From an optimization exercise on the open Yosys and OpenROAD flow, aimed at small area, a short achievable clock period and few clock cycles per item; shortcuts taken in it are not production practice.
Function was checked by simulation only, so behaviour that the tests miss may differ from the original.

// aes_cell
module aes_cell (
    input  wire         clk,
    input  wire         rst,           
    input  wire         in_valid,
    output wire         in_ready,
    input  wire         in_decrypt,    
    input  wire         in_key256,     
    input  wire [255:0] in_key,
    input  wire [127:0] in_block,
    output reg          out_valid,
    output reg  [127:0] out_block
);
    function [7:0] xt;
        input [7:0] a;
        xt = {a[6:0], 1'b0} ^ (a[7] ? 8'h1b : 8'h00);
    endfunction
    function [7:0] xtinv;       
        input [7:0] a;
        xtinv = a[0] ? ({1'b1, a[7:1]} ^ 8'h0d) : {1'b0, a[7:1]};
    endfunction
    function [127:0] shiftrows;
        input [127:0] s;
        integer i;
        begin
            for (i = 0; i < 16; i = i + 1)
                shiftrows[127 - 8 * i -: 8] = s[127 - 8 * ((i % 4) + 4 * (((i / 4) + (i % 4)) % 4)) -: 8];
        end
    endfunction
    function [127:0] invshiftrows;
        input [127:0] s;
        integer i;
        begin
            for (i = 0; i < 16; i = i + 1)
                invshiftrows[127 - 8 * i -: 8] = s[127 - 8 * ((i % 4) + 4 * (((i / 4) + 4 - (i % 4)) % 4)) -: 8];
        end
    endfunction
    reg  [127:0] q_st, q_kt;
    reg  [255:0] q_kw;
    reg  [31:0]  q_ks;
    reg          q_busy, q_dec, q_k256, q_pre, q_ark, q_par;
    reg  [3:0]   q_cnt;
    reg  [7:0]   q_rc;
    reg  [1:0]   q_tag;
    reg  [287:0] p_m;           
    reg  [71:0]  p_km;          
    reg  [255:0] p_kw;
    reg          p_busy, p_dec, p_k256, p_pre, p_ark, p_par;
  ...
==> flow/config.mk <==
export PLATFORM = sky130hd
export DESIGN_NAME = aes_cell
export DESIGN_NICKNAME = aes_cell
export VERILOG_FILES = /design/flow/design.v
export SDC_FILE = /design/flow/constraint.sdc
export NUM_CORES = 8
export LEC_CHECK = 0
export CAP_MARGIN = 20
export CORE_MARGIN = 2
export CORE_UTILIZATION = 25
export PLACE_DENSITY = 0.35
export SLEW_MARGIN = 20
==> flow/constraint.sdc <==
create_clock -name core_clock -period 12.0 [get_ports {clk}]
set_input_delay 2.4000 -clock core_clock [delete_from_list [all_inputs] [get_ports {clk}]]
set_output_delay 2.4000 -clock core_clock [all_outputs]
set_load 0.01 [all_outputs]
standard.sh (not shown) runs the stock make flow with config.mk's settings and CLKGATE_MAP_FILE= SYNTH_SCRIPT=/design/flow/synth_recipe.tcl, a recipe that flattens the netlist after the stock synthesis.
==> flow/flow/run.sh <==
#!/bin/bash
# Own layout flow: the standard ORFS flow (standard.sh), except that
#  - synthesis maps the combinational logic with the ABC script in
#    flow/abc.script instead of ORFS's (registers are mapped before ABC, as
#    in the standard synthesis), and
#  - the ORFS make variables in flow/make_args.txt (one per line) are added:
#    a setup margin for repair_timing, so the design is sized for a shorter
#    achieved period than the 12 ns clock, and the buffer cell for the port
#    buffers.
# The clock period, SDC and everything else are the standard flow's.
set -euo pipefail
W=$PWD
cat > "$W/own_synth.tcl" <<EOF2
proc abc {args} {
  set i [lsearch -exact \$args -script]
  if {\$i >= 0} { set args [lreplace \$args [expr {\$i + 1}] [expr {\$i + 1}] $W/flow/abc.script] }
  puts "own_synth: abc with \$args"
  yosys abc {*}\$args
}
source $W/synth_recipe.tcl
EOF2
sed "s#SYNTH_SCRIPT=[^ ]*#SYNTH_SCRIPT=$W/own_synth.tcl#" standard.sh > own_standard.sh
grep -q "own_synth.tcl" own_standard.sh
ARGS=()
while IFS= read -r line; do
  [[ -n "$line" && "$line" != \#* ]] && ARGS+=("$line")
done < "$W/flow/make_args.txt"
bash own_standard.sh "${ARGS[@]}" finish > "$W/flow_make.log" 2>&1
==> flow/flow/abc.script <==
strash
dch
map -a
==> flow/flow/make_args.txt <==
SETUP_SLACK_MARGIN=8.0
BUFFER_PORTS_ARGS=-buffer_cell sky130_fd_sc_hd__buf_1
Testbench counts at the start, summed over its fixed seeds: cycles 48,720, items 3,200.
Change:
==> flow/flow/run.sh (replaced) <==
#!/bin/bash
# Own layout flow: the standard ORFS flow, except that
#  - synthesis maps the combinational logic with the ABC script in
#    flow/abc.script instead of ORFS's, and
#  - repair_timing aims for the setup margin in flow/margin.txt (ns below the
#    12 ns clock), so that the design is sized for a shorter achieved period.
# The clock period, SDC and everything else are the standard flow's.
set -euo pipefail
W=$PWD
MARGIN=$(cat "$W/flow/margin.txt")
cat > "$W/own_synth.tcl" <<EOF2
proc abc {args} {
  set i [lsearch -exact \$args -script]
  if {\$i >= 0} { set args [lreplace \$args [expr {\$i + 1}] [expr {\$i + 1}] $W/flow/abc.script] }
  puts "own_synth: abc with \$args"
  yosys abc {*}\$args
}
source $W/synth_recipe.tcl
EOF2
sed "s#SYNTH_SCRIPT=[^ ]*#SYNTH_SCRIPT=$W/own_synth.tcl#" standard.sh > own_standard.sh
grep -q "own_synth.tcl" own_standard.sh
bash own_standard.sh SETUP_SLACK_MARGIN=$MARGIN finish > "$W/flow_make.log" 2>&1
==> flow/flow/abc.script (replaced) <==
&get -n
&st
&dch
&nf
&put
==> flow/flow/margin.txt (new file) <==
8.0
CORE_UTILIZATION = 40   (was 25)
PLACE_DENSITY = 0.6   (was 0.35)
removed: flow/flow/make_args.txt
=> The new run completed with no timing, DRC or antenna violations; setup slack is better by 26 ps; routed wire length falls by 21%.
Change:
==> flow/flow/abc.script (replaced) <==
strash
dch
map -a
CORE_UTILIZATION = 25   (was 40)
PLACE_DENSITY = 0.35   (was 0.6)
Critical path depth does not change; wire length is higher by 26%; worst setup slack gains 94 ps; die area is higher by 62%; via count is higher by 13%.

---

Another version of the RTL of aes_cell (not shown whole).
Size: about 520 I/O pins, roughly 110,000 sq um of cells after synthesis.
Settings: LEC_CHECK=0, CAP_MARGIN=20, CORE_MARGIN=2, CORE_UTILIZATION=25, PLACE_DENSITY=0.35, SLEW_MARGIN=20; clock period 12.0 ns.
==> flow/flow/run.sh <==
#!/bin/bash
# Own layout flow: the standard ORFS flow, except that
#  - synthesis maps the combinational logic with the ABC script in
#    flow/abc.script instead of ORFS's, and
#  - repair_timing aims for the setup margin in flow/margin.txt (ns below the
#    12 ns clock), so that the design is sized for a shorter achieved period.
# The clock period, SDC and everything else are the standard flow's.
set -euo pipefail
W=$PWD
MARGIN=$(cat "$W/flow/margin.txt")
cat > "$W/own_synth.tcl" <<EOF2
proc abc {args} {
  set i [lsearch -exact \$args -script]
  if {\$i >= 0} { set args [lreplace \$args [expr {\$i + 1}] [expr {\$i + 1}] $W/flow/abc.script] }
  puts "own_synth: abc with \$args"
  yosys abc {*}\$args
}
source $W/synth_recipe.tcl
EOF2
sed "s#SYNTH_SCRIPT=[^ ]*#SYNTH_SCRIPT=$W/own_synth.tcl#" standard.sh > own_standard.sh
grep -q "own_synth.tcl" own_standard.sh
bash own_standard.sh SETUP_SLACK_MARGIN=$MARGIN finish > "$W/flow_make.log" 2>&1
==> flow/flow/abc.script <==
strash
dch
map -a
==> flow/flow/margin.txt <==
6.5
Testbench counts at the start, summed over its fixed seeds: cycles 48,025, items 3,200.
==> next run, changes <==
==> flow/flow/run.sh (replaced) <==
#!/bin/bash
# Own layout flow: the standard ORFS flow, except that synthesis maps the
# combinational logic with the ABC script in flow/abc.script instead of ORFS's.
# Everything else (registers, flattening, renaming, floorplan, placement,
# CTS, routing) is the standard flow.
set -euo pipefail
W=$PWD
cat > "$W/own_synth.tcl" <<EOF2
proc abc {args} {
  set i [lsearch -exact \$args -script]
  if {\$i >= 0} { set args [lreplace \$args [expr {\$i + 1}] [expr {\$i + 1}] $W/flow/abc.script] }
  puts "own_synth: abc with \$args"
  yosys abc {*}\$args
}
source $W/synth_recipe.tcl
EOF2
sed "s#SYNTH_SCRIPT=[^ ]*#SYNTH_SCRIPT=$W/own_synth.tcl#" standard.sh > own_standard.sh
grep -q "own_synth.tcl" own_standard.sh
bash own_standard.sh > "$W/flow_make.log" 2>&1
removed: flow/flow/margin.txt
Via count hardly moves.
Wire length drops slightly.
Final area drops slightly.
Clock-buffer cell count does not change.
Fmax drops by about a fifth.
Non-clock buffer count drops by 12.

==> re-timing with driven ports <==
The results above use ideal ports. As a check the final layouts listed here were re-extracted and re-timed, cells and wires unchanged. Step 1 (the two cells are an assumption about what drives the block):
set clk [get_ports {clk}]
set_driving_cell -lib_cell sky130_fd_sc_hd__clkbuf_16 $clk
set_driving_cell -lib_cell sky130_fd_sc_hd__buf_2 [delete_from_list [all_inputs] $clk]
Step 2 times the ports against the registers' clock, not the clock port: input delays grow and output delays shrink by t, the midpoint of the rising clock arrivals with the driver on. Slacks: ideal ports / drivers / drivers and shift; pairs: ideal ports / drivers.
run | t (ns) | slack for setup (ns) | worst setup path after step 2
the first run of note 1 | 1.062 | 7.804 / 7.804 / 7.029 | input to register
the second run of note 1 | 1.002 | 7.830 / 7.830 / 7.060 | input to register
the third run of note 1 | 1.082 | 7.924 / 7.829 / 7.058 | input to register
the first run of note 2 | 1.063 | 6.438 / 6.438 / 6.438 | register to register
the second run of note 2 | 1.042 | 5.450 / 5.450 / 5.450 | register to register
After both steps setup and hold are still met in every run listed. For the third run of note 1, which loses most, drivers alone change the setup slack by -0.095 ns; drivers and shift together by -0.866 ns.
